What follows belongs to an exercise in optimizing a design on an open flow for small area and a short achievable clock period; a production flow would make more cautious choices.
At most, simulation tests tie the RTL to the original design; equivalence was not proved.
Only the layout flow was run in run 1; the RTL was not checked for function there.
The flow treats the clock pin as an ideal source, which a real chip does not have.

==> flow/design.v (outline; a module is shown in full before it is edited, if it fits) <==
// module ecc_bch_codec: 2299 lines
// module dec_flags: 19 lines
// module c_a21o: 3 lines
// module c_a221o: 3 lines
// module c_a31oi: 3 lines
// module c_a32o: 3 lines
// module c_a32oi: 3 lines
// module c_inv: 3 lines
// module c_nand2: 3 lines
// module c_nand2b: 3 lines
// module c_nand3: 3 lines
// module c_nand3b: 3 lines
// module c_nand4: 3 lines
// module c_nor2: 3 lines
// module c_o2111a: 3 lines
// module c_o211a: 3 lines
// module c_o21a: 3 lines
// module c_o21ai: 3 lines
// module c_o22ai: 3 lines
// module c_o311ai: 3 lines
// module c_xnor2: 3 lines
// module c_xor2: 3 lines
module ecc_bch_codec (
    input  wire        clk,
    input  wire        rst,           
    input  wire        in_valid,
    input  wire [63:0] in_wdata,      
    input  wire [63:0] in_rdata,      
    input  wire [15:0] in_rcheck,     
    output reg         out_valid,
    output reg  [15:0] out_wcheck,    
    output reg  [63:0] out_data,      
    output reg         out_ce,        
    output reg         out_ue,        
    output reg  [1:0]  out_nbits      
);
  // ...
==> flow/flow/run.sh <==
#!/bin/bash
# Own layout flow: the standard ORFS flow (standard.sh, so the synthesis is
# the standard one), with these changes to how the layout is made:
#  - OpenROAD's timing repair aims at the setup slack in flow/margin.txt;
#  - the port buffers are sky130_fd_sc_hd__buf_1;
#  - any further make variables listed in flow/extra.txt (one per line);
#  - flow/post_cts.tcl, if present, runs at the end of ORFS's CTS step.
# The full make/ORFS output goes to orfs_make.log; ORFS keeps each step's log
# under orfs/logs/.
set -euo pipefail
MARGIN=$(cat flow/margin.txt)
EXTRA=()
if [[ -f flow/extra.txt ]]; then
  while IFS= read -r line; do [[ -n "$line" ]] && EXTRA+=("$line"); done < flow/extra.txt
fi
if [[ -f flow/post_cts.tcl ]]; then
  EXTRA+=("POST_CTS_TCL=$PWD/flow/post_cts.tcl")
fi
bash standard.sh \
  "SETUP_SLACK_MARGIN=${MARGIN}" \
  "BUFFER_PORTS_ARGS=-buffer_cell sky130_fd_sc_hd__buf_1" \
  "${EXTRA[@]}" \
  finish > orfs_make.log 2>&1
==> flow/flow/extra.txt <==
CTS_ARGS=-sink_clustering_enable -repair_clock_nets -buf_list sky130_fd_sc_hd__clkbuf_8 -dont_use_dummy_load
==> flow/flow/margin.txt <==
25.7
==> flow/flow/post_cts.tcl <==
# After CTS: a leaf clock buffer of the small type that drives many flip-flops
# is swapped for the larger clock buffer, to keep the flip-flop clock slew low.
set changed 0
foreach inst [get_cells clkbuf_*] {
  if {[get_property $inst ref_name] ne "sky130_fd_sc_hd__clkbuf_8"} { continue }
  set out [get_pins -of_objects $inst -filter "direction==output"]
  set n [llength [get_pins -of_objects [get_nets -of_objects $out] -filter "direction==input"]]
  if {$n >= 18} {
    puts "post_cts: [get_full_name $inst] drives $n pins, now sky130_fd_sc_hd__clkbuf_16"
    replace_cell $inst sky130_fd_sc_hd__clkbuf_16
    incr changed
  }
}
if {$changed} { detailed_placement }
==> flow/standard.sh <==
#!/bin/bash
# synth_recipe.tcl (not shown) runs the flow's synth.tcl, then flattens the netlist and writes it again
# the make line also repeats each setting of config.mk as NAME=value (left out here)
make -C /OpenROAD-flow-scripts/flow DESIGN_CONFIG=/design/flow/config.mk WORK_HOME=/design/flow/orfs CLKGATE_MAP_FILE= SYNTH_SCRIPT=/design/flow/synth_recipe.tcl "${@:-finish}"
==> flow/config.mk <==
export PLATFORM = sky130hd
export DESIGN_NAME = ecc_bch_codec
export DESIGN_NICKNAME = ecc_bch_codec
export VERILOG_FILES = /design/flow/design.v
export SDC_FILE = /design/flow/constraint.sdc
export NUM_CORES = 4
export LEC_CHECK = 0
export CAP_MARGIN = 20
export CORE_MARGIN = 2
export CORE_UTILIZATION = 40
export SLEW_MARGIN = 20
export SYNTH_HIERARCHICAL = 1
export SYNTH_MINIMUM_KEEP_SIZE = 0
==> flow/constraint.sdc <==
create_clock -name core_clock -period 34.0 [get_ports {clk}]
set_input_delay 6.8000 -clock core_clock [delete_from_list [all_inputs] [get_ports {clk}]]
set_output_delay 6.8000 -clock core_clock [all_outputs]
set_load 0.01 [all_outputs]
==> metrics.md, run 1 <==
| Metric | Value |
|---|---|
| Status | `no timing/DRC/antenna violations` |
| Placed insts | `1962` |
| Post-Synth Simple-Gate Area | `10.23%` |
| Number of clock sinks | `181` |
| Cells after synthesis | `1336` |
| Starting Density | `40.65%` |
| Post-synth ARST share | `0%` |
| M3 GR Usage | `4.284%` |
| Total track usage | `25.24%` |
| Worst setup SP type | `primary input` |
| Cell Rows | `63` |
| CP Cell Sequence | `buf_1, xor2_1, xor2_1, xor2_1, xor2_1, xor2_1, xor2_1` |
| Yosys top cell by area | `xor2_1` |
| ANT cells | `3` |
| Final global-route overflow total | `0` |
| Inverters | `42` |
| Max cap viols | `0` |
| Clock Skew | `0.04232 ns` |
| Die Y | `177.8 µm` |
| Fin crit period | `8.339 ns` |
| Wire length of the first global-routing pass | `59460 µm` |
| Most frequent cell after synthesis | `xor2_1` |
| Post-Syn Area | `12080 µm²` |
| DP Worst Slack | `25.04 ns` |
==> module dec_flags, before the edit <==
module dec_flags (
    input  wire [6:0] s1,
    input  wire [6:0] s3,
    input  wire [6:1] y,
    input  wire       par,
    output wire       en,       
    output wire       ce,
    output wire       ue,
    output wire [1:0] nbits
);
    wire syn_zero = ~|{s1, s3};
    wire single   = ~|y & |s1 & |s3;
    wire nb0      = par & (single | syn_zero);
    wire nb1      = ~par & ~syn_zero;
    assign en     = ~par | single;
    assign ue     = par & ~single & ~syn_zero;
    assign ce     = nb0 | nb1;
    assign nbits  = {nb1, nb0};
endmodule
==> run 2: changes to the inputs <==
--- a/flow/design.v
+++ b/flow/design.v
@@ -1625,477 +1625,498 @@
     c_nor2 u_tn126 (.A(tn119), .B(tn191), .Y(tn126));
     wire tn127;
     c_o21ai u_tn127 (.A1(s1[1]), .A2(tn137), .B1(tn200), .Y(tn127));
     wire tn128;
     c_a221o u_tn128 (.A1(tn165), .A2(tn127), .B1(tn126), .B2(tn185), .C1(tn160), .X(tn128));
     wire tn129;
     c_nand3 u_tn129 (.A(tn128), .B(tn170), .C(tn125), .Y(tn129));
     c_o21a u_t_6 (.A1(tn170), .A2(tn122), .B1(tn129), .X(t[6]));
-    wire [6:1] w0;
-    wire [6:1] w1;
-    wire [6:1] w2;
-    wire [6:1] w3;
-    wire [6:1] w4;
-    wire [6:1] w5;
-    wire [6:1] w6;
+    wire [6:0] sv0;
+    wire [6:0] sv1;
+    wire [6:0] sv2;
+    wire [6:0] sv3;
+    wire [6:0] sv4;
+    wire [6:0] sv5;
+    wire [6:0] sv6;
     wire n516;
     c_xor2 u_n516 (.A(s3[2]), .B(s3[6]), .X(n516));
     wire n517;
-    c_xor2 u_n517 (.A(s3[3]), .B(s3[4]), .X(n517));
+    c_xor2 u_n517 (.A(s3[1]), .B(s3[5]), .X(n517));
     wire n518;
-    c_xor2 u_n518 (.A(s3[1]), .B(s3[5]), .X(n518));
+    c_xor2 u_n518 (.A(s3[0]), .B(s3[4]), .X(n518));
     wire n519;
-    c_xor2 u_n519 (.A(s3[0]), .B(n517), .X(n519));
+    c_xor2 u_n519 (.A(s3[3]), .B(s3[6]), .X(n519));
     wire n520;
-    c_xor2 u_n520 (.A(s3[0]), .B(s3[1]), .X(n520));
+    c_xor2 u_n520 (.A(s3[5]), .B(n516), .X(n520));
+    assign sv0[0] = s3[0];
+    assign sv0[1] = s3[1];
+    assign sv0[2] = s3[2];
+    assign sv0[3] = s3[3];
+    assign sv0[4] = s3[4];
+    assign sv0[5] = s3[5];
+    assign sv0[6] = s3[6];
+    assign sv1[0] = s3[6];
+    assign sv1[1] = s3[0];
+    assign sv1[2] = s3[1];
+    assign sv1[3] = n516;
+    assign sv1[4] = s3[3];
+    assign sv1[5] = s3[4];
+    assign sv1[6] = s3[5];
+    assign sv2[0] = s3[5];
+    assign sv2[1] = s3[6];
+    assign sv2[2] = s3[0];
+    assign sv2[3] = n517;
+    assign sv2[4] = n516;
+    assign sv2[5] = s3[3];
+    assign sv2[6] = s3[4];
+    assign sv3[0] = s3[4];
+    assign sv3[1] = s3[5];
+    assign sv3[2] = s3[6];
+    assign sv3[3] = n518;
+    assign sv3[4] = n517;
+    assign sv3[5] = n516;
+    assign sv3[6] = s3[3];
+    assign sv4[0] = s3[3];
+    assign sv4[1] = s3[4];
+    assign sv4[2] = s3[5];
+    assign sv4[3] = n519;
+    assign sv4[4] = n518;
+    assign sv4[5] = n517;
+    assign sv4[6] = n516;
+    assign sv5[0] = n516;
+    assign sv5[1] = s3[3];
+    assign sv5[2] = s3[4];
+    assign sv5[3] = n520;
+    assign sv5[4] = n519;
+    assign sv5[5] = n518;
+    assign sv5[6] = n517;
+    assign sv6[0] = n517;
+    assign sv6[1] = n516;
+    assign sv6[2] = s3[3];
+    c_xor2 u_sv6_3 (.A(s3[4]), .B(n517), .X(sv6[3]));
+    assign sv6[4] = n520;
+    assign sv6[5] = n519;
+    assign sv6[6] = n518;
+    wire [6:0] q;
     wire n521;
-    c_xor2 u_n521 (.A(s3[4]), .B(n518), .X(n521));
+    c_nand2 u_n521 (.A(t[0]), .B(sv0[0]), .Y(n521));
     wire n522;
-    c_xor2 u_n522 (.A(s3[3]), .B(n516), .X(n522));
+    c_nand2 u_n522 (.A(t[0]), .B(sv0[1]), .Y(n522));
     wire n523;
-    c_xor2 u_n523 (.A(s3[3]), .B(s3[6]), .X(n523));
+    c_nand2 u_n523 (.A(t[0]), .B(sv0[2]), .Y(n523));
     wire n524;
-    c_xor2 u_n524 (.A(s3[2]), .B(s3[3]), .X(n524));
+    c_nand2 u_n524 (.A(t[0]), .B(sv0[3]), .Y(n524));
     wire n525;
-    c_xor2 u_n525 (.A(s3[1]), .B(s3[2]), .X(n525));
+    c_nand2 u_n525 (.A(t[0]), .B(sv0[4]), .Y(n525));
     wire n526;
-    c_xor2 u_n526 (.A(s3[4]), .B(s3[5]), .X(n526));
+    c_nand2 u_n526 (.A(t[0]), .B(sv0[5]), .Y(n526));
     wire n527;
-    c_xor2 u_n527 (.A(s3[0]), .B(n518), .X(n527));
+    c_nand2 u_n527 (.A(t[0]), .B(sv0[6]), .Y(n527));
     wire n528;
-    c_xor2 u_n528 (.A(n516), .B(n520), .X(n528));
+    c_nand2 u_n528 (.A(t[1]), .B(sv1[0]), .Y(n528));
     wire n529;
-    c_xor2 u_n529 (.A(n518), .B(n519), .X(n529));
+    c_nand2 u_n529 (.A(t[1]), .B(sv1[1]), .Y(n529));
     wire n530;
-    c_xor2 u_n530 (.A(s3[2]), .B(n519), .X(n530));
+    c_nand2 u_n530 (.A(t[1]), .B(sv1[2]), .Y(n530));
     wire n531;
-    c_xor2 u_n531 (.A(s3[0]), .B(n521), .X(n531));
-    c_xor2 u_w0_1 (.A(n516), .B(n517), .X(w0[1]));
-    c_xor2 u_w0_2 (.A(s3[6]), .B(n517), .X(w0[2]));
-    c_xor2 u_w0_3 (.A(s3[5]), .B(s3[6]), .X(w0[3]));
-    c_xor2 u_w0_4 (.A(s3[4]), .B(n525), .X(w0[4]));
-    c_xor2 u_w0_5 (.A(s3[5]), .B(n523), .X(w0[5]));
-    assign w0[6] = n523;
-    c_xor2 u_w1_1 (.A(n518), .B(n522), .X(w1[1]));
-    c_xor2 u_w1_2 (.A(s3[5]), .B(n522), .X(w1[2]));
-    assign w1[3] = n526;
-    c_xor2 u_w1_4 (.A(s3[3]), .B(n520), .X(w1[4]));
-    c_xor2 u_w1_5 (.A(n516), .B(n526), .X(w1[5]));
-    c_xor2 u_w1_6 (.A(s3[5]), .B(n516), .X(w1[6]));
-    c_xor2 u_w2_1 (.A(n516), .B(n531), .X(w2[1]));
-    c_xor2 u_w2_2 (.A(n516), .B(n521), .X(w2[2]));
-    assign w2[3] = n517;
-    c_xor2 u_w2_4 (.A(s3[0]), .B(s3[2]), .X(w2[4]));
-    c_xor2 u_w2_5 (.A(n517), .B(n518), .X(w2[5]));
-    assign w2[6] = n521;
-    c_xor2 u_w3_1 (.A(s3[6]), .B(n529), .X(w3[1]));
-    assign w3[2] = n529;
-    assign w3[3] = n522;
-    c_xor2 u_w3_4 (.A(s3[1]), .B(s3[6]), .X(w3[4]));
-    c_xor2 u_w3_5 (.A(n516), .B(n519), .X(w3[5]));
-    assign w3[6] = n519;
-    c_xor2 u_w4_1 (.A(s3[5]), .B(n530), .X(w4[1]));
-    assign w4[2] = n530;
-    c_xor2 u_w4_3 (.A(n516), .B(n518), .X(w4[3]));
-    c_xor2 u_w4_4 (.A(s3[0]), .B(s3[5]), .X(w4[4]));
-    c_xor2 u_w4_5 (.A(n518), .B(n524), .X(w4[5]));
-    assign w4[6] = n524;
-    c_xor2 u_w5_1 (.A(n517), .B(n525), .X(w5[1]));
-    c_xor2 u_w5_2 (.A(s3[1]), .B(n524), .X(w5[2]));
-    assign w5[3] = n531;
-    c_xor2 u_w5_4 (.A(s3[4]), .B(s3[6]), .X(w5[4]));
-    c_xor2 u_w5_5 (.A(s3[4]), .B(n528), .X(w5[5]));
-    c_xor2 u_w5_6 (.A(s3[1]), .B(n516), .X(w5[6]));
-    c_xor2 u_w6_1 (.A(n520), .B(n522), .X(w6[1]));
-    assign w6[2] = n528;
-    c_xor2 u_w6_3 (.A(s3[6]), .B(n519), .X(w6[3]));
-    c_xor2 u_w6_4 (.A(s3[3]), .B(s3[5]), .X(w6[4]));
-    c_xor2 u_w6_5 (.A(n523), .B(n527), .X(w6[5]));
-    assign w6[6] = n527;
-    wire [6:1] y;
+    c_nand2 u_n531 (.A(t[1]), .B(sv1[3]), .Y(n531));
     wire n532;
-    c_nand2 u_n532 (.A(t[0]), .B(w0[1]), .Y(n532));
+    c_nand2 u_n532 (.A(t[1]), .B(sv1[4]), .Y(n532));
     wire n533;
-    c_nand2 u_n533 (.A(t[0]), .B(w0[2]), .Y(n533));
+    c_nand2 u_n533 (.A(t[1]), .B(sv1[5]), .Y(n533));
     wire n534;
-    c_nand2 u_n534 (.A(t[0]), .B(w0[3]), .Y(n534));
+    c_nand2 u_n534 (.A(t[1]), .B(sv1[6]), .Y(n534));
     wire n535;
-    c_nand2 u_n535 (.A(t[0]), .B(w0[4]), .Y(n535));
+    c_nand2 u_n535 (.A(t[2]), .B(sv2[0]), .Y(n535));
     wire n536;
-    c_nand2 u_n536 (.A(t[0]), .B(w0[5]), .Y(n536));
+    c_nand2 u_n536 (.A(t[2]), .B(sv2[1]), .Y(n536));
     wire n537;
-    c_nand2 u_n537 (.A(t[0]), .B(w0[6]), .Y(n537));
+    c_nand2 u_n537 (.A(t[2]), .B(sv2[2]), .Y(n537));
     wire n538;
-    c_nand2 u_n538 (.A(t[1]), .B(w1[1]), .Y(n538));
+    c_nand2 u_n538 (.A(t[2]), .B(sv2[3]), .Y(n538));
     wire n539;
-    c_nand2 u_n539 (.A(t[1]), .B(w1[2]), .Y(n539));
+    c_nand2 u_n539 (.A(t[2]), .B(sv2[4]), .Y(n539));
     wire n540;
-    c_nand2 u_n540 (.A(t[1]), .B(w1[3]), .Y(n540));
+    c_nand2 u_n540 (.A(t[2]), .B(sv2[5]), .Y(n540));
     wire n541;
-    c_nand2 u_n541 (.A(t[1]), .B(w1[4]), .Y(n541));
+    c_nand2 u_n541 (.A(t[2]), .B(sv2[6]), .Y(n541));
     wire n542;
-    c_nand2 u_n542 (.A(t[1]), .B(w1[5]), .Y(n542));
+    c_nand2 u_n542 (.A(t[3]), .B(sv3[0]), .Y(n542));
     wire n543;
-    c_nand2 u_n543 (.A(t[1]), .B(w1[6]), .Y(n543));
+    c_nand2 u_n543 (.A(t[3]), .B(sv3[1]), .Y(n543));
     wire n544;
-    c_nand2 u_n544 (.A(t[2]), .B(w2[1]), .Y(n544));
+    c_nand2 u_n544 (.A(t[3]), .B(sv3[2]), .Y(n544));
     wire n545;
-    c_nand2 u_n545 (.A(t[2]), .B(w2[2]), .Y(n545));
+    c_nand2 u_n545 (.A(t[3]), .B(sv3[3]), .Y(n545));
     wire n546;
-    c_nand2 u_n546 (.A(t[2]), .B(w2[3]), .Y(n546));
+    c_nand2 u_n546 (.A(t[3]), .B(sv3[4]), .Y(n546));
     wire n547;
-    c_nand2 u_n547 (.A(t[2]), .B(w2[4]), .Y(n547));
+    c_nand2 u_n547 (.A(t[3]), .B(sv3[5]), .Y(n547));
     wire n548;
-    c_nand2 u_n548 (.A(t[2]), .B(w2[5]), .Y(n548));
+    c_nand2 u_n548 (.A(t[3]), .B(sv3[6]), .Y(n548));
     wire n549;
-    c_nand2 u_n549 (.A(t[2]), .B(w2[6]), .Y(n549));
+    c_nand2 u_n549 (.A(t[4]), .B(sv4[0]), .Y(n549));
     wire n550;
-    c_nand2 u_n550 (.A(t[3]), .B(w3[1]), .Y(n550));
+    c_nand2 u_n550 (.A(t[4]), .B(sv4[1]), .Y(n550));
     wire n551;
-    c_nand2 u_n551 (.A(t[3]), .B(w3[2]), .Y(n551));
+    c_nand2 u_n551 (.A(t[4]), .B(sv4[2]), .Y(n551));
     wire n552;
-    c_nand2 u_n552 (.A(t[3]), .B(w3[3]), .Y(n552));
+    c_nand2 u_n552 (.A(t[4]), .B(sv4[3]), .Y(n552));
     wire n553;
-    c_nand2 u_n553 (.A(t[3]), .B(w3[4]), .Y(n553));
+    c_nand2 u_n553 (.A(t[4]), .B(sv4[4]), .Y(n553));
     wire n554;
-    c_nand2 u_n554 (.A(t[3]), .B(w3[5]), .Y(n554));
+    c_nand2 u_n554 (.A(t[4]), .B(sv4[5]), .Y(n554));
     wire n555;
-    c_nand2 u_n555 (.A(t[3]), .B(w3[6]), .Y(n555));
+    c_nand2 u_n555 (.A(t[4]), .B(sv4[6]), .Y(n555));
     wire n556;
-    c_nand2 u_n556 (.A(t[4]), .B(w4[1]), .Y(n556));
+    c_nand2 u_n556 (.A(t[5]), .B(sv5[0]), .Y(n556));
     wire n557;
-    c_nand2 u_n557 (.A(t[4]), .B(w4[2]), .Y(n557));
+    c_nand2 u_n557 (.A(t[5]), .B(sv5[1]), .Y(n557));
     wire n558;
-    c_nand2 u_n558 (.A(t[4]), .B(w4[3]), .Y(n558));
+    c_nand2 u_n558 (.A(t[5]), .B(sv5[2]), .Y(n558));
     wire n559;
-    c_nand2 u_n559 (.A(t[4]), .B(w4[4]), .Y(n559));
+    c_nand2 u_n559 (.A(t[5]), .B(sv5[3]), .Y(n559));
     wire n560;
-    c_nand2 u_n560 (.A(t[4]), .B(w4[5]), .Y(n560));
+    c_nand2 u_n560 (.A(t[5]), .B(sv5[4]), .Y(n560));
     wire n561;
-    c_nand2 u_n561 (.A(t[4]), .B(w4[6]), .Y(n561));
+    c_nand2 u_n561 (.A(t[5]), .B(sv5[5]), .Y(n561));
     wire n562;
-    c_nand2 u_n562 (.A(t[5]), .B(w5[1]), .Y(n562));
+    c_nand2 u_n562 (.A(t[5]), .B(sv5[6]), .Y(n562));
     wire n563;
-    c_nand2 u_n563 (.A(t[5]), .B(w5[2]), .Y(n563));
+    c_nand2 u_n563 (.A(t[6]), .B(sv6[0]), .Y(n563));
     wire n564;
-    c_nand2 u_n564 (.A(t[5]), .B(w5[3]), .Y(n564));
+    c_nand2 u_n564 (.A(t[6]), .B(sv6[1]), .Y(n564));
     wire n565;
-    c_nand2 u_n565 (.A(t[5]), .B(w5[4]), .Y(n565));
+    c_nand2 u_n565 (.A(t[6]), .B(sv6[2]), .Y(n565));
     wire n566;
-    c_nand2 u_n566 (.A(t[5]), .B(w5[5]), .Y(n566));
+    c_nand2 u_n566 (.A(t[6]), .B(sv6[3]), .Y(n566));
     wire n567;
-    c_nand2 u_n567 (.A(t[5]), .B(w5[6]), .Y(n567));
+    c_nand2 u_n567 (.A(t[6]), .B(sv6[4]), .Y(n567));
     wire n568;
-    c_nand2 u_n568 (.A(t[6]), .B(w6[1]), .Y(n568));
+    c_nand2 u_n568 (.A(t[6]), .B(sv6[5]), .Y(n568));
     wire n569;
-    c_nand2 u_n569 (.A(t[6]), .B(w6[2]), .Y(n569));
+    c_nand2 u_n569 (.A(t[6]), .B(sv6[6]), .Y(n569));
     wire n570;
-    c_nand2 u_n570 (.A(t[6]), .B(w6[3]), .Y(n570));
+    c_xor2 u_n570 (.A(n521), .B(n528), .X(n570));
     wire n571;
-    c_nand2 u_n571 (.A(t[6]), .B(w6[4]), .Y(n571));
+    c_xor2 u_n571 (.A(n535), .B(n542), .X(n571));
     wire n572;
-    c_nand2 u_n572 (.A(t[6]), .B(w6[5]), .Y(n572));
+    c_xor2 u_n572 (.A(n549), .B(n556), .X(n572));
     wire n573;
-    c_nand2 u_n573 (.A(t[6]), .B(w6[6]), .Y(n573));
+    c_xor2 u_n573 (.A(n563), .B(n570), .X(n573));
     wire n574;
-    c_xor2 u_n574 (.A(n532), .B(n538), .X(n574));
+    c_xor2 u_n574 (.A(n571), .B(n572), .X(n574));
+    c_xnor2 u_q_0 (.A(n573), .B(n574), .Y(q[0]));
     wire n575;
-    c_xor2 u_n575 (.A(n544), .B(n550), .X(n575));
+    c_xor2 u_n575 (.A(n522), .B(n529), .X(n575));
     wire n576;
-    c_xor2 u_n576 (.A(n556), .B(n562), .X(n576));
+    c_xor2 u_n576 (.A(n536), .B(n543), .X(n576));
     wire n577;
-    c_xor2 u_n577 (.A(n568), .B(n574), .X(n577));
+    c_xor2 u_n577 (.A(n550), .B(n557), .X(n577));
     wire n578;
-    c_xor2 u_n578 (.A(n575), .B(n576), .X(n578));
-    c_xnor2 u_y_1 (.A(n577), .B(n578), .Y(y[1]));
+    c_xor2 u_n578 (.A(n564), .B(n575), .X(n578));
     wire n579;
-    c_xor2 u_n579 (.A(n533), .B(n539), .X(n579));
+    c_xor2 u_n579 (.A(n576), .B(n577), .X(n579));
+    c_xnor2 u_q_1 (.A(n578), .B(n579), .Y(q[1]));
     wire n580;
-    c_xor2 u_n580 (.A(n545), .B(n551), .X(n580));
+    c_xor2 u_n580 (.A(n523), .B(n530), .X(n580));
     wire n581;
-    c_xor2 u_n581 (.A(n557), .B(n563), .X(n581));
+    c_xor2 u_n581 (.A(n537), .B(n544), .X(n581));
     wire n582;
-    c_xor2 u_n582 (.A(n569), .B(n579), .X(n582));
+    c_xor2 u_n582 (.A(n551), .B(n558), .X(n582));
     wire n583;
-    c_xor2 u_n583 (.A(n580), .B(n581), .X(n583));
-    c_xnor2 u_y_2 (.A(n582), .B(n583), .Y(y[2]));
+    c_xor2 u_n583 (.A(n565), .B(n580), .X(n583));
     wire n584;
-    c_xor2 u_n584 (.A(n534), .B(n540), .X(n584));
+    c_xor2 u_n584 (.A(n581), .B(n582), .X(n584));
+    c_xnor2 u_q_2 (.A(n583), .B(n584), .Y(q[2]));
     wire n585;
-    c_xor2 u_n585 (.A(n546), .B(n552), .X(n585));
+    c_xor2 u_n585 (.A(n524), .B(n531), .X(n585));
     wire n586;
-    c_xor2 u_n586 (.A(n558), .B(n564), .X(n586));
+    c_xor2 u_n586 (.A(n538), .B(n545), .X(n586));
     wire n587;
-    c_xor2 u_n587 (.A(n570), .B(n584), .X(n587));
+    c_xor2 u_n587 (.A(n552), .B(n559), .X(n587));
     wire n588;
-    c_xor2 u_n588 (.A(n585), .B(n586), .X(n588));
-    c_xnor2 u_y_3 (.A(n587), .B(n588), .Y(y[3]));
+    c_xor2 u_n588 (.A(n566), .B(n585), .X(n588));
     wire n589;
-    c_xor2 u_n589 (.A(n535), .B(n541), .X(n589));
+    c_xor2 u_n589 (.A(n586), .B(n587), .X(n589));
+    c_xnor2 u_q_3 (.A(n588), .B(n589), .Y(q[3]));
     wire n590;
-    c_xor2 u_n590 (.A(n547), .B(n553), .X(n590));
+    c_xor2 u_n590 (.A(n525), .B(n532), .X(n590));
     wire n591;
-    c_xor2 u_n591 (.A(n559), .B(n565), .X(n591));
+    c_xor2 u_n591 (.A(n539), .B(n546), .X(n591));
     wire n592;
-    c_xor2 u_n592 (.A(n571), .B(n589), .X(n592));
+    c_xor2 u_n592 (.A(n553), .B(n560), .X(n592));
     wire n593;
-    c_xor2 u_n593 (.A(n590), .B(n591), .X(n593));
-    c_xnor2 u_y_4 (.A(n592), .B(n593), .Y(y[4]));
+    c_xor2 u_n593 (.A(n567), .B(n590), .X(n593));
     wire n594;
-    c_xor2 u_n594 (.A(n536), .B(n542), .X(n594));
+    c_xor2 u_n594 (.A(n591), .B(n592), .X(n594));
+    c_xnor2 u_q_4 (.A(n593), .B(n594), .Y(q[4]));
     wire n595;
-    c_xor2 u_n595 (.A(n548), .B(n554), .X(n595));
+    c_xor2 u_n595 (.A(n526), .B(n533), .X(n595));
     wire n596;
-    c_xor2 u_n596 (.A(n560), .B(n566), .X(n596));
+    c_xor2 u_n596 (.A(n540), .B(n547), .X(n596));
     wire n597;
-    c_xor2 u_n597 (.A(n572), .B(n594), .X(n597));
+    c_xor2 u_n597 (.A(n554), .B(n561), .X(n597));
     wire n598;
-    c_xor2 u_n598 (.A(n595), .B(n596), .X(n598));
-    c_xnor2 u_y_5 (.A(n597), .B(n598), .Y(y[5]));
+    c_xor2 u_n598 (.A(n568), .B(n595), .X(n598));
     wire n599;
-    c_xor2 u_n599 (.A(n537), .B(n543), .X(n599));
+    c_xor2 u_n599 (.A(n596), .B(n597), .X(n599));
+    c_xnor2 u_q_5 (.A(n598), .B(n599), .Y(q[5]));
     wire n600;
-    c_xor2 u_n600 (.A(n549), .B(n555), .X(n600));
+    c_xor2 u_n600 (.A(n527), .B(n534), .X(n600));
     wire n601;
-    c_xor2 u_n601 (.A(n561), .B(n567), .X(n601));
+    c_xor2 u_n601 (.A(n541), .B(n548), .X(n601));
     wire n602;
-    c_xor2 u_n602 (.A(n573), .B(n599), .X(n602));
+    c_xor2 u_n602 (.A(n555), .B(n562), .X(n602));
     wire n603;
-    c_xor2 u_n603 (.A(n600), .B(n601), .X(n603));
-    c_xnor2 u_y_6 (.A(n602), .B(n603), .Y(y[6]));
+    c_xor2 u_n603 (.A(n569), .B(n600), .X(n603));
+    wire n604;
+    c_xor2 u_n604 (.A(n601), .B(n602), .X(n604));
+    c_xnor2 u_q_6 (.A(n603), .B(n604), .Y(q[6]));
+    wire [6:1] y;
+    wire n605;
+    c_xor2 u_n605 (.A(q[3]), .B(q[6]), .X(n605));
+    wire n606;
+    c_xor2 u_n606 (.A(q[2]), .B(q[4]), .X(n606));
+    c_xor2 u_y_1 (.A(n605), .B(n606), .X(y[1]));
+    c_xor2 u_y_2 (.A(q[4]), .B(n605), .X(y[2]));
+    c_xor2 u_y_3 (.A(q[5]), .B(q[6]), .X(y[3]));
+    c_xor2 u_y_4 (.A(q[1]), .B(n606), .X(y[4]));
+    c_xor2 u_y_5 (.A(q[5]), .B(n605), .X(y[5]));
+    assign y[6] = n605;
     wire [6:0] u1;
     wire [6:0] u2;
     wire [6:0] u3;
     wire [6:0] u4;
     wire [6:0] u5;
     wire [6:0] u6;
-    wire n604;
-    c_xor2 u_n604 (.A(s1[2]), .B(s1[6]), .X(n604));
-    wire n605;
-    c_xor2 u_n605 (.A(s1[1]), .B(s1[5]), .X(n605));
-    wire n606;
-    c_xor2 u_n606 (.A(s1[0]), .B(s1[4]), .X(n606));
     wire n607;
-    c_xor2 u_n607 (.A(s1[3]), .B(s1[6]), .X(n607));
+    c_xor2 u_n607 (.A(s1[2]), .B(s1[6]), .X(n607));
     wire n608;
-    c_xor2 u_n608 (.A(s1[5]), .B(n604), .X(n608));
+    c_xor2 u_n608 (.A(s1[1]), .B(s1[5]), .X(n608));
+    wire n609;
+    c_xor2 u_n609 (.A(s1[0]), .B(s1[4]), .X(n609));
+    wire n610;
+    c_xor2 u_n610 (.A(s1[3]), .B(s1[6]), .X(n610));
+    wire n611;
+    c_xor2 u_n611 (.A(s1[5]), .B(n607), .X(n611));
     assign u1[0] = s1[6];
     assign u1[1] = s1[0];
     assign u1[2] = s1[1];
-    assign u1[3] = n604;
+    assign u1[3] = n607;
     assign u1[4] = s1[3];
     assign u1[5] = s1[4];
     assign u1[6] = s1[5];
     assign u2[0] = s1[5];
     assign u2[1] = s1[6];
     assign u2[2] = s1[0];
-    assign u2[3] = n605;
-    assign u2[4] = n604;
+    assign u2[3] = n608;
+    assign u2[4] = n607;
     assign u2[5] = s1[3];
     assign u2[6] = s1[4];
     assign u3[0] = s1[4];
     assign u3[1] = s1[5];
     assign u3[2] = s1[6];
-    assign u3[3] = n606;
-    assign u3[4] = n605;
-    assign u3[5] = n604;
+    assign u3[3] = n609;
+    assign u3[4] = n608;
+    assign u3[5] = n607;
     assign u3[6] = s1[3];
     assign u4[0] = s1[3];
     assign u4[1] = s1[4];
     assign u4[2] = s1[5];
-    assign u4[3] = n607;
-    assign u4[4] = n606;
-    assign u4[5] = n605;
-    assign u4[6] = n604;
-    assign u5[0] = n604;
+    assign u4[3] = n610;
+    assign u4[4] = n609;
+    assign u4[5] = n608;
+    assign u4[6] = n607;
+    assign u5[0] = n607;
     assign u5[1] = s1[3];
     assign u5[2] = s1[4];
-    assign u5[3] = n608;
-    assign u5[4] = n607;
-    assign u5[5] = n606;
-    assign u5[6] = n605;
-    assign u6[0] = n605;
-    assign u6[1] = n604;
+    assign u5[3] = n611;
+    assign u5[4] = n610;
+    assign u5[5] = n609;
+    assign u5[6] = n608;
+    assign u6[0] = n608;
+    assign u6[1] = n607;
     assign u6[2] = s1[3];
-    c_xor2 u_u6_3 (.A(s1[4]), .B(n605), .X(u6[3]));
-    assign u6[4] = n608;
-    assign u6[5] = n607;
-    assign u6[6] = n606;
+    c_xor2 u_u6_3 (.A(s1[4]), .B(n608), .X(u6[3]));
+    assign u6[4] = n611;
+    assign u6[5] = n610;
+    assign u6[6] = n609;
     wire [6:0] x1, x2;
-    wire n609;
-    c_nand2 u_n609 (.A(y[1]), .B(u1[0]), .Y(n609));
-    wire n610;
-    c_nand2 u_n610 (.A(y[1]), .B(u1[1]), .Y(n610));
-    wire n611;
-    c_nand2 u_n611 (.A(y[1]), .B(u1[2]), .Y(n611));
     wire n612;
-    c_nand2 u_n612 (.A(y[1]), .B(u1[3]), .Y(n612));
+    c_nand2 u_n612 (.A(y[1]), .B(u1[0]), .Y(n612));
     wire n613;
-    c_nand2 u_n613 (.A(y[1]), .B(u1[4]), .Y(n613));
+    c_nand2 u_n613 (.A(y[1]), .B(u1[1]), .Y(n613));
     wire n614;
-    c_nand2 u_n614 (.A(y[1]), .B(u1[5]), .Y(n614));
+    c_nand2 u_n614 (.A(y[1]), .B(u1[2]), .Y(n614));
     wire n615;
-    c_nand2 u_n615 (.A(y[1]), .B(u1[6]), .Y(n615));
+    c_nand2 u_n615 (.A(y[1]), .B(u1[3]), .Y(n615));
     wire n616;
-    c_nand2 u_n616 (.A(y[2]), .B(u2[0]), .Y(n616));
+    c_nand2 u_n616 (.A(y[1]), .B(u1[4]), .Y(n616));
     wire n617;
-    c_nand2 u_n617 (.A(y[2]), .B(u2[1]), .Y(n617));
+    c_nand2 u_n617 (.A(y[1]), .B(u1[5]), .Y(n617));
     wire n618;
-    c_nand2 u_n618 (.A(y[2]), .B(u2[2]), .Y(n618));
+    c_nand2 u_n618 (.A(y[1]), .B(u1[6]), .Y(n618));
     wire n619;
-    c_nand2 u_n619 (.A(y[2]), .B(u2[3]), .Y(n619));
+    c_nand2 u_n619 (.A(y[2]), .B(u2[0]), .Y(n619));
     wire n620;
-    c_nand2 u_n620 (.A(y[2]), .B(u2[4]), .Y(n620));
+    c_nand2 u_n620 (.A(y[2]), .B(u2[1]), .Y(n620));
     wire n621;
-    c_nand2 u_n621 (.A(y[2]), .B(u2[5]), .Y(n621));
+    c_nand2 u_n621 (.A(y[2]), .B(u2[2]), .Y(n621));
     wire n622;
-    c_nand2 u_n622 (.A(y[2]), .B(u2[6]), .Y(n622));
+    c_nand2 u_n622 (.A(y[2]), .B(u2[3]), .Y(n622));
     wire n623;
-    c_nand2 u_n623 (.A(y[3]), .B(u3[0]), .Y(n623));
+    c_nand2 u_n623 (.A(y[2]), .B(u2[4]), .Y(n623));
     wire n624;
-    c_nand2 u_n624 (.A(y[3]), .B(u3[1]), .Y(n624));
+    c_nand2 u_n624 (.A(y[2]), .B(u2[5]), .Y(n624));
     wire n625;
-    c_nand2 u_n625 (.A(y[3]), .B(u3[2]), .Y(n625));
+    c_nand2 u_n625 (.A(y[2]), .B(u2[6]), .Y(n625));
     wire n626;
-    c_nand2 u_n626 (.A(y[3]), .B(u3[3]), .Y(n626));
+    c_nand2 u_n626 (.A(y[3]), .B(u3[0]), .Y(n626));
     wire n627;
-    c_nand2 u_n627 (.A(y[3]), .B(u3[4]), .Y(n627));
+    c_nand2 u_n627 (.A(y[3]), .B(u3[1]), .Y(n627));
     wire n628;
-    c_nand2 u_n628 (.A(y[3]), .B(u3[5]), .Y(n628));
+    c_nand2 u_n628 (.A(y[3]), .B(u3[2]), .Y(n628));
     wire n629;
-    c_nand2 u_n629 (.A(y[3]), .B(u3[6]), .Y(n629));
+    c_nand2 u_n629 (.A(y[3]), .B(u3[3]), .Y(n629));
     wire n630;
-    c_nand2 u_n630 (.A(y[4]), .B(u4[0]), .Y(n630));
+    c_nand2 u_n630 (.A(y[3]), .B(u3[4]), .Y(n630));
     wire n631;
-    c_nand2 u_n631 (.A(y[4]), .B(u4[1]), .Y(n631));
+    c_nand2 u_n631 (.A(y[3]), .B(u3[5]), .Y(n631));
     wire n632;
-    c_nand2 u_n632 (.A(y[4]), .B(u4[2]), .Y(n632));
+    c_nand2 u_n632 (.A(y[3]), .B(u3[6]), .Y(n632));
     wire n633;
-    c_nand2 u_n633 (.A(y[4]), .B(u4[3]), .Y(n633));
+    c_nand2 u_n633 (.A(y[4]), .B(u4[0]), .Y(n633));
     wire n634;
-    c_nand2 u_n634 (.A(y[4]), .B(u4[4]), .Y(n634));
+    c_nand2 u_n634 (.A(y[4]), .B(u4[1]), .Y(n634));
     wire n635;
-    c_nand2 u_n635 (.A(y[4]), .B(u4[5]), .Y(n635));
+    c_nand2 u_n635 (.A(y[4]), .B(u4[2]), .Y(n635));
     wire n636;
-    c_nand2 u_n636 (.A(y[4]), .B(u4[6]), .Y(n636));
+    c_nand2 u_n636 (.A(y[4]), .B(u4[3]), .Y(n636));
     wire n637;
-    c_nand2 u_n637 (.A(y[5]), .B(u5[0]), .Y(n637));
+    c_nand2 u_n637 (.A(y[4]), .B(u4[4]), .Y(n637));
     wire n638;
-    c_nand2 u_n638 (.A(y[5]), .B(u5[1]), .Y(n638));
+    c_nand2 u_n638 (.A(y[4]), .B(u4[5]), .Y(n638));
     wire n639;
-    c_nand2 u_n639 (.A(y[5]), .B(u5[2]), .Y(n639));
+    c_nand2 u_n639 (.A(y[4]), .B(u4[6]), .Y(n639));
     wire n640;
-    c_nand2 u_n640 (.A(y[5]), .B(u5[3]), .Y(n640));
+    c_nand2 u_n640 (.A(y[5]), .B(u5[0]), .Y(n640));
     wire n641;
-    c_nand2 u_n641 (.A(y[5]), .B(u5[4]), .Y(n641));
+    c_nand2 u_n641 (.A(y[5]), .B(u5[1]), .Y(n641));
     wire n642;
-    c_nand2 u_n642 (.A(y[5]), .B(u5[5]), .Y(n642));
+    c_nand2 u_n642 (.A(y[5]), .B(u5[2]), .Y(n642));
     wire n643;
-    c_nand2 u_n643 (.A(y[5]), .B(u5[6]), .Y(n643));
+    c_nand2 u_n643 (.A(y[5]), .B(u5[3]), .Y(n643));
     wire n644;
-    c_nand2 u_n644 (.A(y[6]), .B(u6[0]), .Y(n644));
+    c_nand2 u_n644 (.A(y[5]), .B(u5[4]), .Y(n644));
     wire n645;
-    c_nand2 u_n645 (.A(y[6]), .B(u6[1]), .Y(n645));
+    c_nand2 u_n645 (.A(y[5]), .B(u5[5]), .Y(n645));
     wire n646;
-    c_nand2 u_n646 (.A(y[6]), .B(u6[2]), .Y(n646));
+    c_nand2 u_n646 (.A(y[5]), .B(u5[6]), .Y(n646));
     wire n647;
-    c_nand2 u_n647 (.A(y[6]), .B(u6[3]), .Y(n647));
+    c_nand2 u_n647 (.A(y[6]), .B(u6[0]), .Y(n647));
     wire n648;
-    c_nand2 u_n648 (.A(y[6]), .B(u6[4]), .Y(n648));
+    c_nand2 u_n648 (.A(y[6]), .B(u6[1]), .Y(n648));
     wire n649;
-    c_nand2 u_n649 (.A(y[6]), .B(u6[5]), .Y(n649));
+    c_nand2 u_n649 (.A(y[6]), .B(u6[2]), .Y(n649));
     wire n650;
-    c_nand2 u_n650 (.A(y[6]), .B(u6[6]), .Y(n650));
+    c_nand2 u_n650 (.A(y[6]), .B(u6[3]), .Y(n650));
     wire n651;
-    c_xor2 u_n651 (.A(n609), .B(n616), .X(n651));
+    c_nand2 u_n651 (.A(y[6]), .B(u6[4]), .Y(n651));
     wire n652;
-    c_xor2 u_n652 (.A(n623), .B(n630), .X(n652));
+    c_nand2 u_n652 (.A(y[6]), .B(u6[5]), .Y(n652));
     wire n653;
-    c_xor2 u_n653 (.A(n637), .B(n644), .X(n653));
+    c_nand2 u_n653 (.A(y[6]), .B(u6[6]), .Y(n653));
     wire n654;
-    c_xor2 u_n654 (.A(n610), .B(n617), .X(n654));
+    c_xor2 u_n654 (.A(n612), .B(n619), .X(n654));
     wire n655;
-    c_xor2 u_n655 (.A(n624), .B(n631), .X(n655));
+    c_xor2 u_n655 (.A(n626), .B(n633), .X(n655));
     wire n656;
-    c_xor2 u_n656 (.A(n638), .B(n645), .X(n656));
+    c_xor2 u_n656 (.A(n640), .B(n647), .X(n656));
     wire n657;
-    c_xor2 u_n657 (.A(n611), .B(n618), .X(n657));
+    c_xor2 u_n657 (.A(n613), .B(n620), .X(n657));
     wire n658;
-    c_xor2 u_n658 (.A(n625), .B(n632), .X(n658));
+    c_xor2 u_n658 (.A(n627), .B(n634), .X(n658));
     wire n659;
-    c_xor2 u_n659 (.A(n639), .B(n646), .X(n659));
+    c_xor2 u_n659 (.A(n641), .B(n648), .X(n659));
     wire n660;
-    c_xor2 u_n660 (.A(n612), .B(n619), .X(n660));
+    c_xor2 u_n660 (.A(n614), .B(n621), .X(n660));
     wire n661;
-    c_xor2 u_n661 (.A(n626), .B(n633), .X(n661));
+    c_xor2 u_n661 (.A(n628), .B(n635), .X(n661));
     wire n662;
-    c_xor2 u_n662 (.A(n640), .B(n647), .X(n662));
+    c_xor2 u_n662 (.A(n642), .B(n649), .X(n662));
     wire n663;
-    c_xor2 u_n663 (.A(n613), .B(n620), .X(n663));
+    c_xor2 u_n663 (.A(n615), .B(n622), .X(n663));
     wire n664;
-    c_xor2 u_n664 (.A(n627), .B(n634), .X(n664));
+    c_xor2 u_n664 (.A(n629), .B(n636), .X(n664));
     wire n665;
-    c_xor2 u_n665 (.A(n641), .B(n648), .X(n665));
+    c_xor2 u_n665 (.A(n643), .B(n650), .X(n665));
     wire n666;
-    c_xor2 u_n666 (.A(n614), .B(n621), .X(n666));
+    c_xor2 u_n666 (.A(n616), .B(n623), .X(n666));
     wire n667;
-    c_xor2 u_n667 (.A(n628), .B(n635), .X(n667));
+    c_xor2 u_n667 (.A(n630), .B(n637), .X(n667));
     wire n668;
-    c_xor2 u_n668 (.A(n642), .B(n649), .X(n668));
+    c_xor2 u_n668 (.A(n644), .B(n651), .X(n668));
     wire n669;
-    c_xor2 u_n669 (.A(n615), .B(n622), .X(n669));
+    c_xor2 u_n669 (.A(n617), .B(n624), .X(n669));
     wire n670;
-    c_xor2 u_n670 (.A(n629), .B(n636), .X(n670));
+    c_xor2 u_n670 (.A(n631), .B(n638), .X(n670));
     wire n671;
-    c_xor2 u_n671 (.A(n643), .B(n650), .X(n671));
+    c_xor2 u_n671 (.A(n645), .B(n652), .X(n671));
     wire n672;
-    c_xor2 u_n672 (.A(n651), .B(n652), .X(n672));
+    c_xor2 u_n672 (.A(n618), .B(n625), .X(n672));
     wire n673;
-    c_xor2 u_n673 (.A(n654), .B(n655), .X(n673));
+    c_xor2 u_n673 (.A(n632), .B(n639), .X(n673));
     wire n674;
-    c_xor2 u_n674 (.A(n657), .B(n658), .X(n674));
+    c_xor2 u_n674 (.A(n646), .B(n653), .X(n674));
     wire n675;
-    c_xor2 u_n675 (.A(n660), .B(n661), .X(n675));
+    c_xor2 u_n675 (.A(n654), .B(n655), .X(n675));
     wire n676;
-    c_xor2 u_n676 (.A(n663), .B(n664), .X(n676));
+    c_xor2 u_n676 (.A(n657), .B(n658), .X(n676));
     wire n677;
-    c_xor2 u_n677 (.A(n666), .B(n667), .X(n677));
+    c_xor2 u_n677 (.A(n660), .B(n661), .X(n677));
     wire n678;
-    c_xor2 u_n678 (.A(n669), .B(n670), .X(n678));
+    c_xor2 u_n678 (.A(n663), .B(n664), .X(n678));
     wire n679;
-    c_xor2 u_n679 (.A(n653), .B(n672), .X(n679));
+    c_xor2 u_n679 (.A(n666), .B(n667), .X(n679));
     wire n680;
-    c_xor2 u_n680 (.A(n656), .B(n673), .X(n680));
+    c_xor2 u_n680 (.A(n669), .B(n670), .X(n680));
     wire n681;
-    c_xor2 u_n681 (.A(n659), .B(n674), .X(n681));
+    c_xor2 u_n681 (.A(n672), .B(n673), .X(n681));
     wire n682;
-    c_xor2 u_n682 (.A(n662), .B(n675), .X(n682));
+    c_xor2 u_n682 (.A(n656), .B(n675), .X(n682));
     wire n683;
-    c_xor2 u_n683 (.A(n665), .B(n676), .X(n683));
+    c_xor2 u_n683 (.A(n659), .B(n676), .X(n683));
     wire n684;
-    c_xor2 u_n684 (.A(n668), .B(n677), .X(n684));
+    c_xor2 u_n684 (.A(n662), .B(n677), .X(n684));
     wire n685;
-    c_xor2 u_n685 (.A(n671), .B(n678), .X(n685));
-    assign x1[0] = n679;
-    assign x1[1] = n680;
-    assign x1[2] = n681;
-    assign x1[3] = n682;
-    assign x1[4] = n683;
-    assign x1[5] = n684;
-    assign x1[6] = n685;
-    c_xor2 u_x2_0 (.A(s1[0]), .B(n679), .X(x2[0]));
-    c_xor2 u_x2_1 (.A(s1[1]), .B(n680), .X(x2[1]));
-    c_xor2 u_x2_2 (.A(s1[2]), .B(n681), .X(x2[2]));
-    c_xor2 u_x2_3 (.A(s1[3]), .B(n682), .X(x2[3]));
-    c_xor2 u_x2_4 (.A(s1[4]), .B(n683), .X(x2[4]));
-    c_xor2 u_x2_5 (.A(s1[5]), .B(n684), .X(x2[5]));
-    c_xor2 u_x2_6 (.A(s1[6]), .B(n685), .X(x2[6]));
+    c_xor2 u_n685 (.A(n665), .B(n678), .X(n685));
+    wire n686;
+    c_xor2 u_n686 (.A(n668), .B(n679), .X(n686));
+    wire n687;
+    c_xor2 u_n687 (.A(n671), .B(n680), .X(n687));
+    wire n688;
+    c_xor2 u_n688 (.A(n674), .B(n681), .X(n688));
+    assign x1[0] = n682;
+    assign x1[1] = n683;
+    assign x1[2] = n684;
+    assign x1[3] = n685;
+    assign x1[4] = n686;
+    assign x1[5] = n687;
+    assign x1[6] = n688;
+    c_xor2 u_x2_0 (.A(s1[0]), .B(n682), .X(x2[0]));
+    c_xor2 u_x2_1 (.A(s1[1]), .B(n683), .X(x2[1]));
+    c_xor2 u_x2_2 (.A(s1[2]), .B(n684), .X(x2[2]));
+    c_xor2 u_x2_3 (.A(s1[3]), .B(n685), .X(x2[3]));
+    c_xor2 u_x2_4 (.A(s1[4]), .B(n686), .X(x2[4]));
+    c_xor2 u_x2_5 (.A(s1[5]), .B(n687), .X(x2[5]));
+    c_xor2 u_x2_6 (.A(s1[6]), .B(n688), .X(x2[6]));
     wire en;
-    dec_flags u_flags (.s1(s1), .s3(s3), .y(y), .par(par), .en(en), .ce(d_ce), .ue(d_ue), .nbits(d_nbits));
+    dec_flags u_flags (.s1(s1), .s3(s3), .q(q), .par(par), .en(en), .ce(d_ce), .ue(d_ue), .nbits(d_nbits));
     wire [6:0] x1_n;
     c_inv u_x1_n_0 (.A(x1[0]), .Y(x1_n[0]));
     c_inv u_x1_n_1 (.A(x1[1]), .Y(x1_n[1]));
     c_inv u_x1_n_2 (.A(x1[2]), .Y(x1_n[2]));
     c_inv u_x1_n_3 (.A(x1[3]), .Y(x1_n[3]));
     c_inv u_x1_n_4 (.A(x1[4]), .Y(x1_n[4]));
     c_inv u_x1_n_5 (.A(x1[5]), .Y(x1_n[5]));
     c_inv u_x1_n_6 (.A(x1[6]), .Y(x1_n[6]));
@@ -2295,25 +2316,25 @@
         out_ce     <= d_ce;
         out_ue     <= d_ue;
         out_nbits  <= d_nbits;
     end
 endmodule
 module dec_flags (
     input  wire [6:0] s1,
     input  wire [6:0] s3,
-    input  wire [6:1] y,
+    input  wire [6:0] q,
     input  wire       par,
     output wire       en,       
     output wire       ce,
     output wire       ue,
     output wire [1:0] nbits
 );
     wire syn_zero = ~|{s1, s3};
-    wire single   = ~|y & |s1 & |s3;
+    wire single   = (q == 7'd1);
     wire nb0      = par & (single | syn_zero);
     wire nb1      = ~par & ~syn_zero;
     assign en     = ~par | single;
     assign ue     = par & ~single & ~syn_zero;
     assign ce     = nb0 | nb1;
     assign nbits  = {nb1, nb0};
 endmodule
 module c_a21o (input wire A1, input wire A2, input wire B1, output wire X);
==> flow/flow/margin.txt (replaced) <==
25.6
==> metrics.md, run 2 <==
| Metric | Value |
|---|---|
| Worst hold endpoint | `out_wcheck[4] (was out_wcheck[14])` |
| Worst reg2reg path depth | `23 (was 21)` |
| Nets@finish | `1718 (was 1746)` |
| Critical path class | `primary input to flip-flop (unchanged)` |
| Most frequent cell after synthesis | `xor2_1 (unchanged)` |
| Hpwl dp | `31270 µm (was 32640 µm)` |
| Area Overhead vs Synth | `17.57% (was 20.36%)` |
| Max cap viols | `0 (unchanged)` |
| Nature of the critical path endpoint | `flip-flop (unchanged)` |
| Period utilization | `24.61% (was 24.53%)` |
| Post-synth ARST share | `0% (unchanged)` |
| Final global-route overflow total | `0 (unchanged)` |
| Routability cong. | `0.9924 (was 0.9995)` |
| Clock Skew | `0.04256 ns (was 0.04232 ns)` |
| Antenna violations before repair | `1 (was 3)` |
| Min-delay worst type | `flip-flop to flip-flop (unchanged)` |
| Slew @ Worst Pin | `0.9656 ns (was 0.8677 ns)` |
| TritonCTS clock tree | `built (unchanged)` |
| Yosys cell types | `30 (was 29)` |
| ANT cells | `0 (was 3)` |
| Post-DRT Antenna Nets | `0 (unchanged)` |
| Drc violations | `0 (unchanged)` |
| Most common cell after layout, fill and taps aside | `xor2_1 (unchanged)` |
| Cell Rows | `63 (unchanged)` |
| IO buf count | `231 (unchanged)` |
| Via count | `10150 (was 10330)` |
| Commonest cells in the netlist | `xor2_1 (677), dfxtp_1 (181), nand2_1 (165) (was xor2_1 (705), dfxtp_1 (181), nand2_1 (161))` |
| Worst setup SP type | `primary input (unchanged)` |
| Max-slew violations | `0 (unchanged)` |
| Crit path largest cell delay | `0.37 ns (was 0.40 ns)` |
| Die Area | `31080 µm² (was 31600 µm²)` |
| Die Y | `176.3 µm (was 177.8 µm)` |
| Fmax | `119.5 MHz (was 119.9 MHz)` |
| Vias in the first global route | `9712 (was 10160)` |
| Cells after synthesis | `1314 (was 1336)` |
| Commonest cells after routing, fill and taps aside | `xor2_1 (622), buf_1 (224), dfxtp_1 (181), nand2_1 (165), o22ai_1 (66) (was xor2_1 (619), buf_1 (216), dfxtp_1 (181), nand2_1 (161), xor2_2 (79))` |
| Crit Reg-Reg Startpoint | `s11_r (unchanged)` |
| Largest net degree at the start of global routing | `34 (unchanged)` |
| Top cell type's share of synthesized area | `49.94% (was 51.12%)` |
| Fillers | `2934 (was 2870)` |
| Post-Route WL | `38870 µm (was 40650 µm)` |
| Ys Warns | `7 (unchanged)` |
| Drt first pass iters | `6 (unchanged)` |
| Top flop regs | `out_data x64, rd1 x64, out_wcheck x16 (unchanged)` |
| Yosys top cell by area | `xor2_1 (unchanged)` |
| Drt first-iter violations | `913 (was 1074)` |
| Critical Path AT | `8.74 ns (was 8.70 ns)` |
| IO Count | `232 (unchanged)` |
| CORE AREA | `29400 µm² (was 29720 µm²)` |
| Post-DP Area | `13240 µm² (was 13540 µm²)` |
| Wire length of the first global-routing pass | `57010 µm (was 59460 µm)` |
| Routed len/inst | `19.84 µm (was 20.43 µm)` |
| CP max FO | `3 (unchanged)` |
| Total track usage | `24.34% (was 25.24%)` |
| Relative slew slack | `35.41% (was 41.95%)` |
| Status | `no timing/DRC/antenna violations (unchanged)` |
| Min-delay src | `wc4_r (was wc14_r)` |
| Worst R2R Setup Slack | `25.92 ns (was 26.61 ns)` |
| Number of clock sinks | `181 (unchanged)` |
| Sum of negative setup slack | `0 ns (unchanged)` |
| Slowest stage cell on the critical path | `xor2_1 (unchanged)` |
| Fin crit period | `8.368 ns (was 8.339 ns)` |
| RSZ-0062 raised after global routing | `true (unchanged)` |
| Top FF cell, synth | `dfxtp_1 (unchanged)` |
| Starting Density | `40.38% (was 40.65%)` |
| Crit. Startpoint | `in_wdata[42] (was in_rdata[7])` |
| Clk slew on worst S/H paths | `0.09 ns (was 0.06 ns)` |
| Area contributors post-synth | `xor2_1 (50%), dfxtp_1 (31%), nand2_1 (5.2%) (was xor2_1 (51%), dfxtp_1 (30%), nand2_1 (5.0%))` |
| Post-Syn Area | `11870 µm² (was 12080 µm²)` |
| Setup Viol. Count Final | `0 (unchanged)` |
| Endpoints failing hold | `0 (unchanged)` |
| Hold path cells | `0 (unchanged)` |
| Mapped Nets | `1461 (was 1483)` |
| Final instance area | `13960 µm² (was 14540 µm²)` |
| Die X | `176.3 µm (was 177.8 µm)` |
| Reg-to-reg endpoint | `out_data[12] (unchanged)` |
| EDFF count, synth | `0 (unchanged)` |
| Req. time, crit path | `34.37 ns (was 34.36 ns)` |
| Syn avg cell area | `9.035 µm² (was 9.041 µm²)` |
| Synth Register Bits | `181 (unchanged)` |
| Seq/Total Area, Yosys | `30.52% (was 30.00%)` |
| Vias per cell | `5.181 (was 5.189)` |
| CP Cell Sequence | `buf_1, xor2_2, xor2_1, xor2_1, xor2_1, xor2_1, xor2_1 (was buf_1, xor2_1, xor2_1, xor2_1, xor2_1, xor2_1, xor2_1)` |
| Crit path top cell by count | `xor2_1 (unchanged)` |
| Clk latency of the worst-skew pair | `0.48 ns (about the same)` |
| Layout cells sized above 1 | `5.927% (was 8.516%)` |
run 2: final cells by class:
class	count	area, µm²	share of cell area (%)
inverters	42	157.7	1.129
repair buffers	240	943.4	6.759
clock buffers	17	245.2	1.757
well taps	390	488.0	3.496
multi-input cells	1089	8501	60.90
flip-flops and latches	181	3623	25.96
run 2: logic make-up after synthesis:
| logic type | count (synthesis) | synth area share [%] |
|---|---|---|
| AND/OR/NAND/NOR | 278 | 10.56 |
| multiplexers | 1 | 0.09484 |
| flip-flops | 181 | 30.52 |
| XOR/XNOR | 684 | 50.46 |
| buffers and inverters | 44 | 1.454 |
| AO/OA/AOI/OAI | 126 | 6.913 |
run 2: through the flow:
step	utilization (%)	cells	worst slack (ns)	hold WS, ns
3_3_place_gp	45.04	1937	24.89	0.3569
2_1_floorplan	-	1314	25.63	0.3096
5_1_grt	47.47	1959	25.56	0.3747
3_5_place_dp	45.04	1937	24.94	0.3571
6_report	47.47	1959	25.63	0.3694
run 2: per-module statistics from Yosys, one instance, submodules excluded, excerpt:
| module | cells inside | area [µm²] | flip-flops and latches |
|---|---|---|---|
| ecc_bch_codec | 183 | 3636 | 181 |
| dec_flags | 16 | 126.4 | 0 |
| c_o2111a | 1 | 11.26 | 0 |
| c_o211a | 1 | 10.01 | 0 |
| c_xor2 | 1 | 8.758 | 0 |
| c_xnor2 | 1 | 8.758 | 0 |
| c_nand3b | 1 | 7.507 | 0 |
| c_a21o | 1 | 7.507 | 0 |
| c_nand2b | 1 | 6.256 | 0 |
| c_o22ai | 1 | 6.256 | 0 |
| c_a31oi | 1 | 6.256 | 0 |
| c_o21ai | 1 | 5.005 | 0 |
| c_inv | 1 | 3.754 | 0 |
| c_nor2 | 1 | 3.754 | 0 |
| c_nand2 | 1 | 3.754 | 0 |
run 2: metal layers:
layer	up-vias	wire (µm)	global-route usage [%]
met1	4731	16080	30.57
met5	-	11	0
li1	4772	-	-
met4	2	1368	8.988
met2	548	18060	40.65
met3	97	3350	5.685
run 2: how the worst max path moves through the flow:
stage	end	slack [ns]	depth (start not counted)
6_report	wc0_r	25.63	7
5_1_grt	out_data[12]	25.56	23
3_5_place_dp	s13_r	24.94	7
2_1_floorplan	par_r_p0	25.63	6
3_3_place_gp	wc9_r	24.89	7
run 2: worst max-delay path: cells and delay by family:
family / cells / cell delay (ns)
buffers and inverters: 1 / 0.22
XOR/XNOR: 6 / 1.72
==> run 3: changes to the inputs <==
==> flow/flow/margin.txt (replaced) <==
25.5
==> metrics.md, run 3 <==
| Metric | Value |
|---|---|
| Min-delay src | `wc4_r (unchanged)` |
| Commonest cells after routing, fill and taps aside | `xor2_1 (644), buf_1 (229), dfxtp_1 (181), nand2_1 (165), o22ai_1 (66) (was xor2_1 (622), buf_1 (224), dfxtp_1 (181), nand2_1 (165), o22ai_1 (66))` |
| Max-slew violations | `0 (unchanged)` |
| Area Overhead vs Synth | `15.71% (was 17.57%)` |
| CP max FO | `4 (was 3)` |
| Ys Warns | `7 (unchanged)` |
| Clock Skew | `0.04128 ns (was 0.04256 ns)` |
| Most common cell after layout, fill and taps aside | `xor2_1 (unchanged)` |
| Nature of the critical path endpoint | `flip-flop (unchanged)` |
| Die Y | `176.3 µm (unchanged)` |
| Layout cells sized above 1 | `3.900% (was 5.927%)` |
| Post-Route WL | `38700 µm (was 38870 µm)` |
| Top flop regs | `out_data x64, rd1 x64, out_wcheck x16 (unchanged)` |
| Min-delay worst type | `flip-flop to flip-flop (unchanged)` |
| IO Count | `232 (unchanged)` |
| Final global-route overflow total | `0 (unchanged)` |
| Routability cong. | `0.9924 (unchanged)` |
| Crit Reg-Reg Startpoint | `s11_r (unchanged)` |
| Total track usage | `24.29% (was 24.34%)` |
| Fin crit period | `8.432 ns (was 8.368 ns)` |
| Area contributors post-synth | `xor2_1 (50%), dfxtp_1 (31%), nand2_1 (5.2%) (unchanged)` |
| Hpwl dp | `31270 µm (unchanged)` |
| Nets@finish | `1713 (was 1718)` |
| Status | `no timing/DRC/antenna violations (unchanged)` |
| CORE AREA | `29400 µm² (unchanged)` |
| IO buf count | `231 (unchanged)` |
| Clk slew on worst S/H paths | `0.09 ns (about the same)` |
| Largest net degree at the start of global routing | `34 (unchanged)` |
| Period utilization | `24.80% (was 24.61%)` |
| Crit. Startpoint | `in_rdata[61] (was in_wdata[42])` |
| ANT cells | `0 (unchanged)` |
| Antenna violations before repair | `1 (unchanged)` |
| Wire length of the first global-routing pass | `56890 µm (was 57010 µm)` |
| Yosys top cell by area | `xor2_1 (unchanged)` |
| Routed len/inst | `19.80 µm (was 19.84 µm)` |
| Mapped Nets | `1461 (unchanged)` |
| Cell Rows | `63 (unchanged)` |
| Slew @ Worst Pin | `0.9233 ns (was 0.9656 ns)` |
| Vias per cell | `5.183 (was 5.181)` |
| Cells after synthesis | `1314 (unchanged)` |
| Post-Syn Area | `11870 µm² (unchanged)` |
| Fmax | `118.6 MHz (was 119.5 MHz)` |
| Post-synth ARST share | `0% (unchanged)` |
| Die Area | `31080 µm² (unchanged)` |
| RSZ-0062 raised after global routing | `false (was true)` |
| Vias in the first global route | `9666 (was 9712)` |
| Drc violations | `0 (unchanged)` |
| Endpoints failing hold | `0 (unchanged)` |
| Clk latency of the worst-skew pair | `0.48 ns (about the same)` |
| Post-DRT Antenna Nets | `0 (unchanged)` |
| Synth Register Bits | `181 (unchanged)` |
| Commonest cells in the netlist | `xor2_1 (677), dfxtp_1 (181), nand2_1 (165) (unchanged)` |
| Max cap viols | `0 (unchanged)` |
| Seq/Total Area, Yosys | `30.52% (unchanged)` |
| Sum of negative setup slack | `0 ns (unchanged)` |
| TritonCTS clock tree | `built (unchanged)` |
| Die X | `176.3 µm (unchanged)` |
| Final Util | `46.73% (was 47.47%)` |
| Via count | `10130 (was 10150)` |
| Worst setup SP type | `primary input (unchanged)` |
| Relative slew slack | `38.24% (was 35.41%)` |
| Syn avg cell area | `9.035 µm² (unchanged)` |
| Hold slack | `0.3697 ns (was 0.3694 ns)` |
| Worst R2R Setup Slack | `25.77 ns (was 25.92 ns)` |
| Drt first-iter violations | `920 (was 913)` |
| Starting Density | `40.38% (unchanged)` |
| Top FF cell, synth | `dfxtp_1 (unchanged)` |
| Most frequent cell after synthesis | `xor2_1 (unchanged)` |
| Setup Viol. Count Final | `0 (unchanged)` |
| Req. time, crit path | `34.37 ns (about the same)` |
| Yosys cell types | `30 (unchanged)` |
| Critical path class | `primary input to flip-flop (unchanged)` |
| Drt first pass iters | `6 (unchanged)` |
| Number of clock sinks | `181 (unchanged)` |
| EDFF count, synth | `0 (unchanged)` |
| Critical Path AT | `8.80 ns (was 8.74 ns)` |
| Top cell type's share of synthesized area | `49.94% (unchanged)` |
[run 3: cell counts after synthesis]
Identical to the previous run, type by type.
[run 3: through the flow]
stage                     worst slack, ns  std cells  instance area (µm²)
after floorplan                     25.63       1314                11870
after global placement              24.89       1937                13240
after detailed placement            24.94       1937                13240
after global routing                25.48       1954                13740
final                               25.57       1954                13740
[run 3: layer usage]
| layer | part of all wire [%] | routed length (µm) | vias up | GRT usage (%) |
|---|---|---|---|---|
| met3 | 9.4 | 3650 | 107 | 5.620 |
| met2 | 46 | 17840 | 588 | 40.70 |
| met5 | 0.028 | 11 | - | 0 |
| met1 | 41 | 15780 | 4654 | 30.54 |
| li1 | - | - | 4777 | - |
| met4 | 3.7 | 1423 | 2 | 8.609 |
[run 3: layout make-up]
cell class                      count  area (µm²)
Fill cell                        2969       15660
Multi-Input combinational cell   1089        8324
Sequential cell                   181        3623
Timing Repair Buffer              235       899.6
Tap cell                          390       488.0
Clock buffer                       17       245.2
Inverter                           42       157.7
[run 3: path summary, 6_finish.rpt]
kind,to,cells past startpoint
worst min register to register,out_wcheck[4],0
worst max-delay path,par_r_p0,7
worst min-delay path,out_wcheck[4],0
worst max register to register,out_data[12],23
[run 3: critical path, stage by stage]
cell and delay (ns):
buf_1 0.36, xor2_2 0.28, xor2_2 0.28, xor2_1 0.35, xor2_2 0.27, xor2_1 0.28, xor2_1 0.18
[run 3: Yosys stat by module, one instance, submodules excluded, excerpt]
module / cell area (µm²) / copies in the design / flip-flops and latches / cells inside
ecc_bch_codec: 3636 / 1 / 181 / 183
dec_flags: 126.4 / 1 / 0 / 16
c_a32o: 10.01 / 2 / 0 / 1
c_o211a: 10.01 / 1 / 0 / 1
c_a221o: 10.01 / 8 / 0 / 1
c_xnor2: 8.758 / 7 / 0 / 1
c_nand2b: 6.256 / 1 / 0 / 1
c_a31oi: 6.256 / 16 / 0 / 1
c_o21ai: 5.005 / 24 / 0 / 1
[run 3: cells by family after synthesis]
kind of cell,count (synthesis),synth area share [%]
muxes,1,0.09484
xor gates and xnor gates,684,50.46
AOI/OAI and AO/OA,126,6.913
and+or+nand+nor,278,10.56
DFF,181,30.52
buffers and inverters,44,1.454

[static timing again, ports no longer ideal]
The flow's constraints put no driver on any port. The routed layouts listed below were extracted and timed again, unchanged, in two steps.
Step 1 (the two cells are an assumption about what drives the block):
set clk [get_ports {clk}]
set_driving_cell -lib_cell sky130_fd_sc_hd__clkbuf_16 $clk
set_driving_cell -lib_cell sky130_fd_sc_hd__buf_2 [delete_from_list [all_inputs] $clk]
Step 2 times the ports against the registers' clock, not the clock port: input delays grow and output delays shrink by t, the midpoint of the rising clock arrivals with the driver on.
Slacks: ideal / step 1 / step 2; pairs: ideal / step 1.
run | t, ns | setup WS [ns] | worst setup path after step 2 | slew at the worst register clock pin (ns) | worst slew at a driven data input, ns
run 1 | 0.504 | 25.661 / 25.684 / 25.181 | input to register | 0.10 / 0.10 | 0.09
run 2 | 0.499 | 25.632 / 25.656 / 25.156 | input to register | 0.11 / 0.11 | 0.06
run 3 | 0.504 | 25.568 / 25.589 / 25.085 | input to register | 0.11 / 0.11 | 0.05
After both steps setup and hold are still met in every run listed. For run 3, which loses most, drivers alone change the setup slack by +0.021 ns; drivers and shift together by -0.483 ns.
